Background: an optimization exercise with open tools, aiming at small area and a short achievable clock period. Do not read the settings as production practice. The RTL was checked by simulation tests, not by an equivalence proof against the original design. Power figures rest on the tool's default switching activity, not on a simulated workload.

==> flow/design.v (outline; a module is shown in full before it is edited, if it fits) <==
// module windlass_mac: 1357 lines
// module wm_fa: 4 lines
// module wm_fa1: 4 lines
// module wm_ha: 4 lines
// module wm_nand: 3 lines
// module wm_xnor: 3 lines
// module wm_xor: 3 lines
// module wm_inv: 3 lines
// module wm_gpa: 4 lines
// module wm_ga: 3 lines
// module wm_gpo: 4 lines
// module wm_go: 3 lines
module windlass_mac (
    input  wire        clk,
    input  wire        rst,
    input  wire        in_valid,
    input  wire        in_last,
    input  wire [31:0] in_a,
    input  wire [31:0] in_s,
    output reg         out_valid,
    output reg  [63:0] out_c
);
  // ...
==> flow/flow/run.sh <==
#!/bin/bash
# Layout flow: the standard synthesis, unchanged, then the standard ORFS
# steps (floorplan to finish) with different repair settings:
#   - up to and including CTS, timing repair aims at the setup margin in
#     flow/margin.txt, so that the resizer works the design towards a shorter
#     period than the clock's; after CTS (global route onwards) it aims at the
#     margin in flow/margin_route.txt;
#   - extra make variables from flow/args.txt, one per line (resizer and
#     port-buffer options).
# The clock, the SDC and the design are the standard flow's. Each step's full output is
# in orfs/logs/ (ORFS's own logs) and in synth.log / cts.log / layout.log here.
set -uo pipefail
MARGIN=$(cat flow/margin.txt)
MARGIN_ROUTE=$(cat flow/margin_route.txt)
mapfile -t EXTRA < flow/args.txt
bash standard.sh synth > synth.log 2>&1 || exit 1
bash standard.sh SETUP_SLACK_MARGIN=$MARGIN TNS_END_PERCENT=100 "${EXTRA[@]}" cts > cts.log 2>&1 || exit 1
bash standard.sh SETUP_SLACK_MARGIN=$MARGIN_ROUTE TNS_END_PERCENT=100 "${EXTRA[@]}" finish > layout.log 2>&1
==> flow/flow/args.txt <==
MATCH_CELL_FOOTPRINT=0
BUFFER_PORTS_ARGS=-buffer_cell sky130_fd_sc_hd__buf_2
==> flow/flow/margin.txt <==
7.6
==> flow/flow/margin_route.txt <==
0
==> flow/standard.sh <==
#!/bin/bash
# synth_recipe.tcl (not shown) runs the flow's synth.tcl, then flattens the netlist and writes it again
# the make line also repeats each setting of config.mk as NAME=value (left out here)
make -C /OpenROAD-flow-scripts/flow DESIGN_CONFIG=/design/flow/config.mk WORK_HOME=/design/flow/orfs CLKGATE_MAP_FILE= SYNTH_SCRIPT=/design/flow/synth_recipe.tcl "${@:-finish}"
==> flow/config.mk <==
export PLATFORM = sky130hd
export DESIGN_NAME = windlass_mac
export DESIGN_NICKNAME = windlass_mac
export VERILOG_FILES = /design/flow/design.v
export SDC_FILE = /design/flow/constraint.sdc
export NUM_CORES = 4
export LEC_CHECK = 0
export CAP_MARGIN = 20
export CORE_MARGIN = 2
export CORE_UTILIZATION = 55
export CTS_CLUSTER_DIAMETER = 60
export CTS_CLUSTER_SIZE = 18
export SLEW_MARGIN = 20
export SYNTH_HIERARCHICAL = 1
export SYNTH_MINIMUM_KEEP_SIZE = 0
==> flow/constraint.sdc <==
create_clock -name core_clock -period 11.0 [get_ports {clk}]
set_input_delay 2.2000 -clock core_clock [delete_from_list [all_inputs] [get_ports {clk}]]
set_output_delay 2.2000 -clock core_clock [all_outputs]
set_load 0.01 [all_outputs]
==> results_dict.tcl, run 1 <==
set metrics [dict create \
    outcome "timing/DRC/antenna clean" \
    synth_warnings 7 \
    netlist_instances 3163 \
    dp.cells 3790 \
    cpMostUsedCell "fa_1" \
    p_int_mw 6.448 \
    power_mw 12.56 \
    tapCellCount 782 \
    r2r_start "x1n_r[3]$_DFF_P_" \
    routed_wl_um 95080 \
    synth_top_area_share_pct 28.74 \
    fp.dieW_um 251.1 \
    dieArea_mm2 0.06305 \
    met1_usage_pct 44.66 \
    synth.area.top_cells "fa_1, dfxtp_1, xnor2_1" \
    cp_data_arrival_time_ns 3.93 \
    inverters 176 \
    h-tree-depth 2 \
    startpoint_type "flop" \
    clk-power_mw 1.30 \
    fin_cells 3876 \
    route.met2.wl_um 42980 \
    top_power_group "combinational logic" \
    route.met3.wl_um 7220 \
    die_y_um 251.1 \
    multiInputGateArea_mm2 0.02357 \
    rrSetupSlack_ns 7.50 \
    layout_setup_ws_ns 7.502 \
    path_clk_slew_ns 0.07 \
    flops_and_latches 392 \
]
==> run 2: changes to the inputs <==
--- a/flow/design.v
+++ b/flow/design.v
@@ -7,35 +7,28 @@
     input  wire [31:0] in_s,
     output reg         out_valid,
     output reg  [63:0] out_c
 );
     wire [32:0] se = {in_s, 1'b0};
     wire        tv = in_valid & ~rst;
     reg  [31:0] a_r;
     reg  [15:0] x1_r, x2_r, ng_r;
-    reg  [31:0] an_r;
-    reg  [15:0] x1n_r, x2n_r, ngn_r;
     reg         l0;
     integer j;
     always @(posedge clk) begin
         a_r <= in_a;
-        an_r <= ~in_a;
         l0  <= tv & in_last;
         for (j = 0; j < 16; j = j + 1) begin
             x1_r[j] <= tv & (se[2*j+1] ^ se[2*j]);
             x2_r[j] <= tv & ((se[2*j+2] & ~se[2*j+1] & ~se[2*j]) | (~se[2*j+2] & se[2*j+1] & se[2*j]));
             ng_r[j] <= tv & se[2*j+2];
-            x1n_r[j] <= ~(tv & (se[2*j+1] ^ se[2*j]));
-            x2n_r[j] <= ~(tv & ((se[2*j+2] & ~se[2*j+1] & ~se[2*j]) | (~se[2*j+2] & se[2*j+1] & se[2*j])));
-            ngn_r[j] <= ~(tv & se[2*j+2]);
         end
     end
     wire [33:0] ae = {a_r[31], a_r, 1'b0};   
-    wire [33:0] aen = {an_r[31], an_r, 1'b1};   
     wire [32:0] pp0;
     wire [32:0] pp1;
     wire [32:0] pp2;
     wire [32:0] pp3;
     wire [32:0] pp4;
     wire [32:0] pp5;
     wire [32:0] pp6;
     wire [32:0] pp7;
@@ -44,96 +37,32 @@
     wire [32:0] pp10;
     wire [32:0] pp11;
     wire [32:0] pp12;
     wire [32:0] pp13;
     wire [32:0] pp14;
     wire [32:0] pp15;
     genvar gi;
     generate for (gi = 0; gi < 33; gi = gi + 1) begin : g_pp
-        if (gi < 17) begin : lo0
-            assign pp0[gi] = ((x1_r[0] & ae[gi+1]) | (x2_r[0] & ae[gi])) ^ ng_r[0];
-        end else begin : hi0
-            assign pp0[gi] = ((~x1n_r[0] & ae[gi+1]) | (~x2n_r[0] & ae[gi])) ^ ~ngn_r[0];
-        end
-        if (gi < 17) begin : lo1
-            assign pp1[gi] = ((x1_r[1] & ae[gi+1]) | (x2_r[1] & ae[gi])) ^ ng_r[1];
-        end else begin : hi1
-            assign pp1[gi] = ((~x1n_r[1] & ae[gi+1]) | (~x2n_r[1] & ae[gi])) ^ ~ngn_r[1];
-        end
-        if (gi < 17) begin : lo2
-            assign pp2[gi] = ((x1_r[2] & ae[gi+1]) | (x2_r[2] & ae[gi])) ^ ng_r[2];
-        end else begin : hi2
-            assign pp2[gi] = ((~x1n_r[2] & ae[gi+1]) | (~x2n_r[2] & ae[gi])) ^ ~ngn_r[2];
-        end
-        if (gi < 17) begin : lo3
-            assign pp3[gi] = ((x1_r[3] & ae[gi+1]) | (x2_r[3] & ae[gi])) ^ ng_r[3];
-        end else begin : hi3
-            assign pp3[gi] = ((~x1n_r[3] & ae[gi+1]) | (~x2n_r[3] & ae[gi])) ^ ~ngn_r[3];
-        end
-        if (gi < 17) begin : lo4
-            assign pp4[gi] = ((x1_r[4] & ae[gi+1]) | (x2_r[4] & ae[gi])) ^ ng_r[4];
-        end else begin : hi4
-            assign pp4[gi] = ((~x1n_r[4] & ae[gi+1]) | (~x2n_r[4] & ae[gi])) ^ ~ngn_r[4];
-        end
-        if (gi < 17) begin : lo5
-            assign pp5[gi] = ((x1_r[5] & ae[gi+1]) | (x2_r[5] & ae[gi])) ^ ng_r[5];
-        end else begin : hi5
-            assign pp5[gi] = ((~x1n_r[5] & ae[gi+1]) | (~x2n_r[5] & ae[gi])) ^ ~ngn_r[5];
-        end
-        if (gi < 17) begin : lo6
-            assign pp6[gi] = ((x1_r[6] & ae[gi+1]) | (x2_r[6] & ae[gi])) ^ ng_r[6];
-        end else begin : hi6
-            assign pp6[gi] = ((~x1n_r[6] & ae[gi+1]) | (~x2n_r[6] & ae[gi])) ^ ~ngn_r[6];
-        end
-        if (gi < 17) begin : lo7
-            assign pp7[gi] = ((x1_r[7] & ae[gi+1]) | (x2_r[7] & ae[gi])) ^ ng_r[7];
-        end else begin : hi7
-            assign pp7[gi] = ((~x1n_r[7] & ae[gi+1]) | (~x2n_r[7] & ae[gi])) ^ ~ngn_r[7];
-        end
-        if (gi < 17) begin : lo8
-            assign pp8[gi] = ((x1_r[8] & ~aen[gi+1]) | (x2_r[8] & ~aen[gi])) ^ ng_r[8];
-        end else begin : hi8
-            assign pp8[gi] = ((~x1n_r[8] & ~aen[gi+1]) | (~x2n_r[8] & ~aen[gi])) ^ ~ngn_r[8];
-        end
-        if (gi < 17) begin : lo9
-            assign pp9[gi] = ((x1_r[9] & ~aen[gi+1]) | (x2_r[9] & ~aen[gi])) ^ ng_r[9];
-        end else begin : hi9
-            assign pp9[gi] = ((~x1n_r[9] & ~aen[gi+1]) | (~x2n_r[9] & ~aen[gi])) ^ ~ngn_r[9];
-        end
-        if (gi < 17) begin : lo10
-            assign pp10[gi] = ((x1_r[10] & ~aen[gi+1]) | (x2_r[10] & ~aen[gi])) ^ ng_r[10];
-        end else begin : hi10
-            assign pp10[gi] = ((~x1n_r[10] & ~aen[gi+1]) | (~x2n_r[10] & ~aen[gi])) ^ ~ngn_r[10];
-        end
-        if (gi < 17) begin : lo11
-            assign pp11[gi] = ((x1_r[11] & ~aen[gi+1]) | (x2_r[11] & ~aen[gi])) ^ ng_r[11];
-        end else begin : hi11
-            assign pp11[gi] = ((~x1n_r[11] & ~aen[gi+1]) | (~x2n_r[11] & ~aen[gi])) ^ ~ngn_r[11];
-        end
-        if (gi < 17) begin : lo12
-            assign pp12[gi] = ((x1_r[12] & ~aen[gi+1]) | (x2_r[12] & ~aen[gi])) ^ ng_r[12];
-        end else begin : hi12
-            assign pp12[gi] = ((~x1n_r[12] & ~aen[gi+1]) | (~x2n_r[12] & ~aen[gi])) ^ ~ngn_r[12];
-        end
-        if (gi < 17) begin : lo13
-            assign pp13[gi] = ((x1_r[13] & ~aen[gi+1]) | (x2_r[13] & ~aen[gi])) ^ ng_r[13];
-        end else begin : hi13
-            assign pp13[gi] = ((~x1n_r[13] & ~aen[gi+1]) | (~x2n_r[13] & ~aen[gi])) ^ ~ngn_r[13];
-        end
-        if (gi < 17) begin : lo14
-            assign pp14[gi] = ((x1_r[14] & ~aen[gi+1]) | (x2_r[14] & ~aen[gi])) ^ ng_r[14];
-        end else begin : hi14
-            assign pp14[gi] = ((~x1n_r[14] & ~aen[gi+1]) | (~x2n_r[14] & ~aen[gi])) ^ ~ngn_r[14];
-        end
-        if (gi < 17) begin : lo15
-            assign pp15[gi] = ((x1_r[15] & ~aen[gi+1]) | (x2_r[15] & ~aen[gi])) ^ ng_r[15];
-        end else begin : hi15
-            assign pp15[gi] = ((~x1n_r[15] & ~aen[gi+1]) | (~x2n_r[15] & ~aen[gi])) ^ ~ngn_r[15];
-        end
+        assign pp0[gi] = ((x1_r[0] & ae[gi+1]) | (x2_r[0] & ae[gi])) ^ ng_r[0];
+        assign pp1[gi] = ((x1_r[1] & ae[gi+1]) | (x2_r[1] & ae[gi])) ^ ng_r[1];
+        assign pp2[gi] = ((x1_r[2] & ae[gi+1]) | (x2_r[2] & ae[gi])) ^ ng_r[2];
+        assign pp3[gi] = ((x1_r[3] & ae[gi+1]) | (x2_r[3] & ae[gi])) ^ ng_r[3];
+        assign pp4[gi] = ((x1_r[4] & ae[gi+1]) | (x2_r[4] & ae[gi])) ^ ng_r[4];
+        assign pp5[gi] = ((x1_r[5] & ae[gi+1]) | (x2_r[5] & ae[gi])) ^ ng_r[5];
+        assign pp6[gi] = ((x1_r[6] & ae[gi+1]) | (x2_r[6] & ae[gi])) ^ ng_r[6];
+        assign pp7[gi] = ((x1_r[7] & ae[gi+1]) | (x2_r[7] & ae[gi])) ^ ng_r[7];
+        assign pp8[gi] = ((x1_r[8] & ae[gi+1]) | (x2_r[8] & ae[gi])) ^ ng_r[8];
+        assign pp9[gi] = ((x1_r[9] & ae[gi+1]) | (x2_r[9] & ae[gi])) ^ ng_r[9];
+        assign pp10[gi] = ((x1_r[10] & ae[gi+1]) | (x2_r[10] & ae[gi])) ^ ng_r[10];
+        assign pp11[gi] = ((x1_r[11] & ae[gi+1]) | (x2_r[11] & ae[gi])) ^ ng_r[11];
+        assign pp12[gi] = ((x1_r[12] & ae[gi+1]) | (x2_r[12] & ae[gi])) ^ ng_r[12];
+        assign pp13[gi] = ((x1_r[13] & ae[gi+1]) | (x2_r[13] & ae[gi])) ^ ng_r[13];
+        assign pp14[gi] = ((x1_r[14] & ae[gi+1]) | (x2_r[14] & ae[gi])) ^ ng_r[14];
+        assign pp15[gi] = ((x1_r[15] & ae[gi+1]) | (x2_r[15] & ae[gi])) ^ ng_r[15];
     end endgenerate
     wire t1, t2, t3, t4, t5, t6, t7, t8, t9, t10, t11, t12, t13, t14, t15, t16;
     wire t17, t18, t19, t20, t21, t22, t23, t24, t25, t26, t27, t28, t29, t30, t31, t32;
     wire t33, t34, t35, t36, t37, t38, t39, t40, t41, t42, t43, t44, t45, t46, t47, t48;
     wire t49, t50, t51, t52, t53, t54, t55, t56, t57, t58, t59, t60, t61, t62, t63, t64;
     wire t65, t66, t67, t68, t69, t70, t71, t72, t73, t74, t75, t76, t77, t78, t79, t80;
     wire t81, t82, t83, t84, t85, t86, t87, t88, t89, t90, t91, t92, t93, t94, t95, t96;
     wire t97, t98, t99, t100, t101, t102, t103, t104, t105, t106, t107, t108, t109, t110, t111, t112;
@@ -766,18 +695,18 @@
         r0[58] <= t695;
         r0[59] <= t804;
         r0[60] <= t805;
         r1[60] <= t549;
         r0[61] <= t697;
         r0[62] <= t698;
         r1[62] <= ~pp15[32];
     end
-    reg         clr, clrn, rst_d;
-    wire [63:0] accg = out_c & {{32{clrn}}, {32{~clr}}};
+    reg         clr, rst_d;
+    wire [63:0] accg = out_c & {64{~clr}};
     wm_fa u_t806 (.a(r0[6]), .b(r1[6]), .c(r2[6]), .s(t806), .co(t807));
     wm_fa u_t808 (.a(r0[19]), .b(r1[19]), .c(r2[19]), .s(t808), .co(t809));
     wm_fa u_t810 (.a(r0[20]), .b(r1[20]), .c(r2[20]), .s(t810), .co(t811));
     wm_fa u_t812 (.a(r0[21]), .b(r1[21]), .c(r2[21]), .s(t812), .co(t813));
     wm_fa u_t814 (.a(r0[22]), .b(r1[22]), .c(r2[22]), .s(t814), .co(t815));
     wm_fa u_t816 (.a(r0[23]), .b(r1[23]), .c(r2[23]), .s(t816), .co(t817));
     wm_fa u_t818 (.a(r0[24]), .b(r1[24]), .c(r2[24]), .s(t818), .co(t819));
     wm_fa u_t820 (.a(r0[25]), .b(r1[25]), .c(r2[25]), .s(t820), .co(t821));
@@ -1347,17 +1276,16 @@
     wm_xor u_k395 (.a(k124), .b(k422), .y(k524));
     wm_xnor u_k396 (.a(k126), .b(k462), .y(k525));
     assign nxt = {k525, k524, k523, k522, k521, k520, k519, k518, k517, k516, k515, k514, k513, k512, k511, k510, k509, k508, k507, k506, k505, k504, k503, k502, k501, k500, k499, k498, k497, k496, k495, k494, k493, k492, k491, k490, k489, k488, k487, k486, k485, k484, k483, k482, k481, k480, k479, k478, k477, k476, k475, k474, k473, k472, k471, k470, k469, k468, k467, k466, k465, k464, k463, t960};
     always @(posedge clk) begin
         out_c     <= nxt;
         out_valid <= l1 & ~rst;
         rst_d     <= rst;
         clr       <= l1 | rst | rst_d;   
-        clrn      <= ~(l1 | rst | rst_d);
     end
 endmodule
 module wm_fa (input wire a, input wire b, input wire c, output wire s, output wire co);
     assign s  = a ^ b ^ c;
     assign co = (a & b) | (a & c) | (b & c);
 endmodule
 module wm_fa1 (input wire a, input wire b, output wire s, output wire co);
     assign s  = ~(a ^ b);   
==> flow/config.mk (replaced) <==
export PLATFORM = sky130hd
export DESIGN_NAME = windlass_mac
export DESIGN_NICKNAME = windlass_mac
export VERILOG_FILES = /design/flow/design.v
export SDC_FILE = /design/flow/constraint.sdc
export NUM_CORES = 4
export LEC_CHECK = 0
export CAP_MARGIN = 20
export CORE_MARGIN = 2
export CORE_UTILIZATION = 40
export SLEW_MARGIN = 20
export SYNTH_HIERARCHICAL = 1
export SYNTH_MINIMUM_KEEP_SIZE = 0
==> run 2 against run 1 <==
Fmax down 2.8%; clock skew about the same; routed wire length up 16%; critical endpoint is now out_c[37]$_DFF_P_.
==> results_dict.tcl, run 2 <==
set metrics [dict create \
    outcome "timing/DRC/antenna clean" \
    place_ws_ns 6.936 \
    grt_pass1_vias 25300 \
    synth-main-ff-cell "dfxtp_1" \
    grt_setup_unrepaired "false" \
    io_buffers 132 \
    ios 133 \
    postCtsHoldBufs 0 \
    crit_path_cell_trace "fa_1 -> fa_1 -> fa_1 -> xnor2_2 -> nor2_2 -> a21oi_2 -> o21ai_2 -> a21oi_2 -> o21ai_2 -> a21oi_4 -> o21ai_1 -> xnor2_1" \
    hpwl_um 67230 \
    path_clk_slew_ns 0.06 \
    power_frac_comb_pct 73.7 \
    critPathKind "flop to flop" \
    placed_cell_area_mm2 0.03324 \
    drive_gt1_share_pct 25.97 \
    powerDensity_mw_per_mm2 357.8 \
    overflow 0 \
    synth_area_mm2 0.03286 \
    top_regs "out_c: 64 flops, r0: 63 flops, r1: 53 flops" \
    ys_ff_latch 311 \
    slowest_stage "fa_1" \
    most-common-layout-cells "xnor2_1, fa_1, a22oi_1, dfxtp_1, a22oi_2" \
    yosysTopAreaCell "fa_1" \
    antenna_found_initial 7 \
    synth_top_area_share_pct 29.37 \
    coreArea_mm2 0.08172 \
    via_per_inst 5.788 \
    dieArea_mm2 0.08446 \
    synth_enable_flop_cells 0 \
    syn_to_final_growth_pct 8.392 \
    drv_slew 0 \
    grt_pass1_wl_um 164900 \
    post_drt_wl_per_cell_um 27.51 \
    ant_nets 0 \
    root_buffer "clkbuf_16" \
    clock_skew_ns 0.02875 \
    place_congestion 0.9235 \
    regMostFlops "out_c" \
    numCtsBuffers 40 \
    seqPwrFrac_pct 15.1 \
    path_max_fanout 3 \
    finalCriticalPeriod_ns 3.599 \
    synth.most_common_cell "xnor2_1" \
    power_frac_clock_pct 11.3 \
    synth.area.top_cells "fa_1, dfxtp_1, xnor2_1" \
    fin_cells 4011 \
    grt_max_degree 65 \
    rrSetupSlack_ns 7.40 \
    fin_tns_setup_ns 0 \
    startpoint_type "flop" \
    routed_wl_um 110400 \
    h-tree-depth 2 \
    worst_pin_slew_ns 0.8204 \
    p_int_mw 6.438 \
    synth.distinct_cells 30 \
    maxCapViolCount 0 \
    relSlewSlack_pct 45.31 \
    static-leakage-power_nw 12.84 \
    cts_tree "yes" \
    num_vias 23216 \
    cp-end-kind "flop" \
    yosysSeqAreaShare_pct 18.95 \
    synth_warnings 7 \
    final_common_cell "xnor2_1" \
    cp_data_arrival_time_ns 4.08 \
    clk_latency_ns 0.60 \
    setup_viol 0 \
    drtIter0Drc 2663 \
    synthTopCellsByCount "xnor2_1, fa_1, a22oi_1" \
    layout_setup_ws_ns 7.401 \
    design_area_mm2 0.03562 \
    cp.required_ns 11.48 \
    synth_nets 3540 \
    slowest_delay_ns 0.56 \
    hold_path_class "flop to flop" \
    initial_utilization_pct 40.21 \
    clock-sinks 311 \
    nFillCells 7730 \
    cpMostUsedCell "fa_1" \
    dr.pass1.iters 7 \
    dp.cells 3918 \
    largest_reg_flops 64 \
    p_sw_mw 6.305 \
    hold_slack_ns 0.4722 \
    fin_nets 3516 \
    post-route-period-util_pct 32.72 \
    drc 0 \
    grtUsageTotal_pct 25.99 \
    die_y_um 290.6 \
    syn_avg_cell_area_um2 11.21 \
    ir_drop_uv 295.9 \
    clock_path_buffers 3 \
    ys_async_sr_fraction_pct 0 \
    std_cell_rows 105 \
    p_sw_share_pct 49.48 \
    max_freq_mhz 277.8 \
    hold_viol_final 0 \
    netlist_instances 2930 \
    fp.dieW_um 290.6 \
]
==> run 2: final timing paths <==
kind / startpoint / end / cells after the start
hold reg to reg: l0$_DFF_P_ / l1$_DFF_P_ / 1
setup reg to reg: r0[34]$_DFF_P_ / out_c[37]$_DFF_P_ / 12
setup / recovery: r0[34]$_DFF_P_ / out_c[37]$_DFF_P_ / 12
hold / removal: l0$_DFF_P_ / l1$_DFF_P_ / 1
==> run 2: through the flow <==
| stage | total power, mW | util [%] |
|---|---|---|
| 2_1_floorplan | 7.906 | - |
| 3_3_place_gp | 10.02 | 40.68 |
| 3_5_place_dp | 10.09 | 40.68 |
| 4_1_cts | 12.69 | 43.58 |
| 5_1_grt | 13.70 | 43.58 |
| 6_report | 12.74 | 43.59 |
==> run 2: cells by family (layout without fill, tap and decap cells) <==
group	count (synthesis)	after routing	synth area share, %
compound gates	712	712	19.01
xor+xnor	668	668	17.81
fa+ha+maj	542	542	31.65
buf+inv	362	370	7.520
flops	311	311	18.95
other cells	0	3	0
simple gates	335	335	5.068
==> run 2: repair_timing <==
item	CTS	global route
setup endpoints to repair	141	0
buffers inserted	16	0
resized for setup	188	0
==> run 2: area by class of cell <==
class | instances | area [µm²] | share of cell area (%)
timing repair buffer | 217 | 1423 | 3.994
clock inverter | 20 | 277.8 | 0.7799
clock buffer | 54 | 1154 | 3.239
antenna | 3 | 7.507 | 0.02108
inverter | 79 | 296.5 | 0.8326
sequential | 311 | 6305 | 17.70
tap | 1070 | 1339 | 3.759
multi-input combinational | 2257 | 24820 | 69.67
==> run 2: worst max-delay path: cells and delay by family (launching register included) <==
family / cells / cell delay (ns)
flip-flops: 1 / 0.32
adder cells (fa/ha/maj): 3 / 1.56
AND/OR/NAND/NOR: 1 / 0.09
XOR/XNOR: 2 / 0.49
AO/OA/AOI/OAI: 6 / 1.04
==> run 2: power by group through the flow <==
stage	Sequential (mW)	Combinational, mW	Clock [mW]
finish	1.92	9.39	1.44
global route	1.97	10.2	1.52
CTS	1.93	9.29	1.47
detailed placement	1.95	8.14	0
global placement	1.95	8.07	0
floorplan	1.89	6.01	0
==> run 2: routing by layer <==
layer  routed length, µm  vias up  track usage (%)
met3               12860      353            8.061
met2               48120     1509            39.80
met5                  34        -                0
li1                    -     9783                -
met1               44600    11565            34.07
met4                4744        6            10.72
==> run 2: modules after synthesis, one instance, submodules excluded <==
module	cells inside	cell area (µm²)	copies in the design
wm_fa	1	20.02	482
wm_xnor	1	8.758	104
wm_xor	1	8.758	21
wm_inv	1	3.754	19
wm_fa1	5	27.53	15
wm_gpa	2	12.51	52
wm_ha	1	12.51	45
wm_ga	1	8.758	20
windlass_mac	1813	18900	1
wm_nand	1	3.754	62
wm_go	1	5.005	41
wm_gpo	2	12.51	72

-- what the ideal ports hide --
In the flow no input, the clock included, has a driving cell. The finished layouts below were timed again as built, in two steps. Step 1: set_driving_cell puts a clkbuf_16 on clk and a buf_2 on each other input, an assumption about the parent block. Step 2 times the ports against the registers' clock, not the clock port: input delays grow and output delays shrink by t, the midpoint of the rising clock arrivals with the driver on. Three values: no drivers, after step 1, after step 2; two values: the first two.
run	t (ns)	setup slack, ns	hold slack, ns	worst setup path after step 2	worst slew at a driven data input, ns
run 1	0.635	7.502 / 7.502 / 7.350	0.402 / 0.402 / 0.402	input to register	0.06
run 2	0.647	7.401 / 7.401 / 7.401	0.472 / 0.472 / 0.472	register to register	0.06
After both steps setup and hold are still met in every run listed. The setup slack of run 1, which loses most, moves by 0.000 ns with the drivers and by -0.152 ns with both steps.
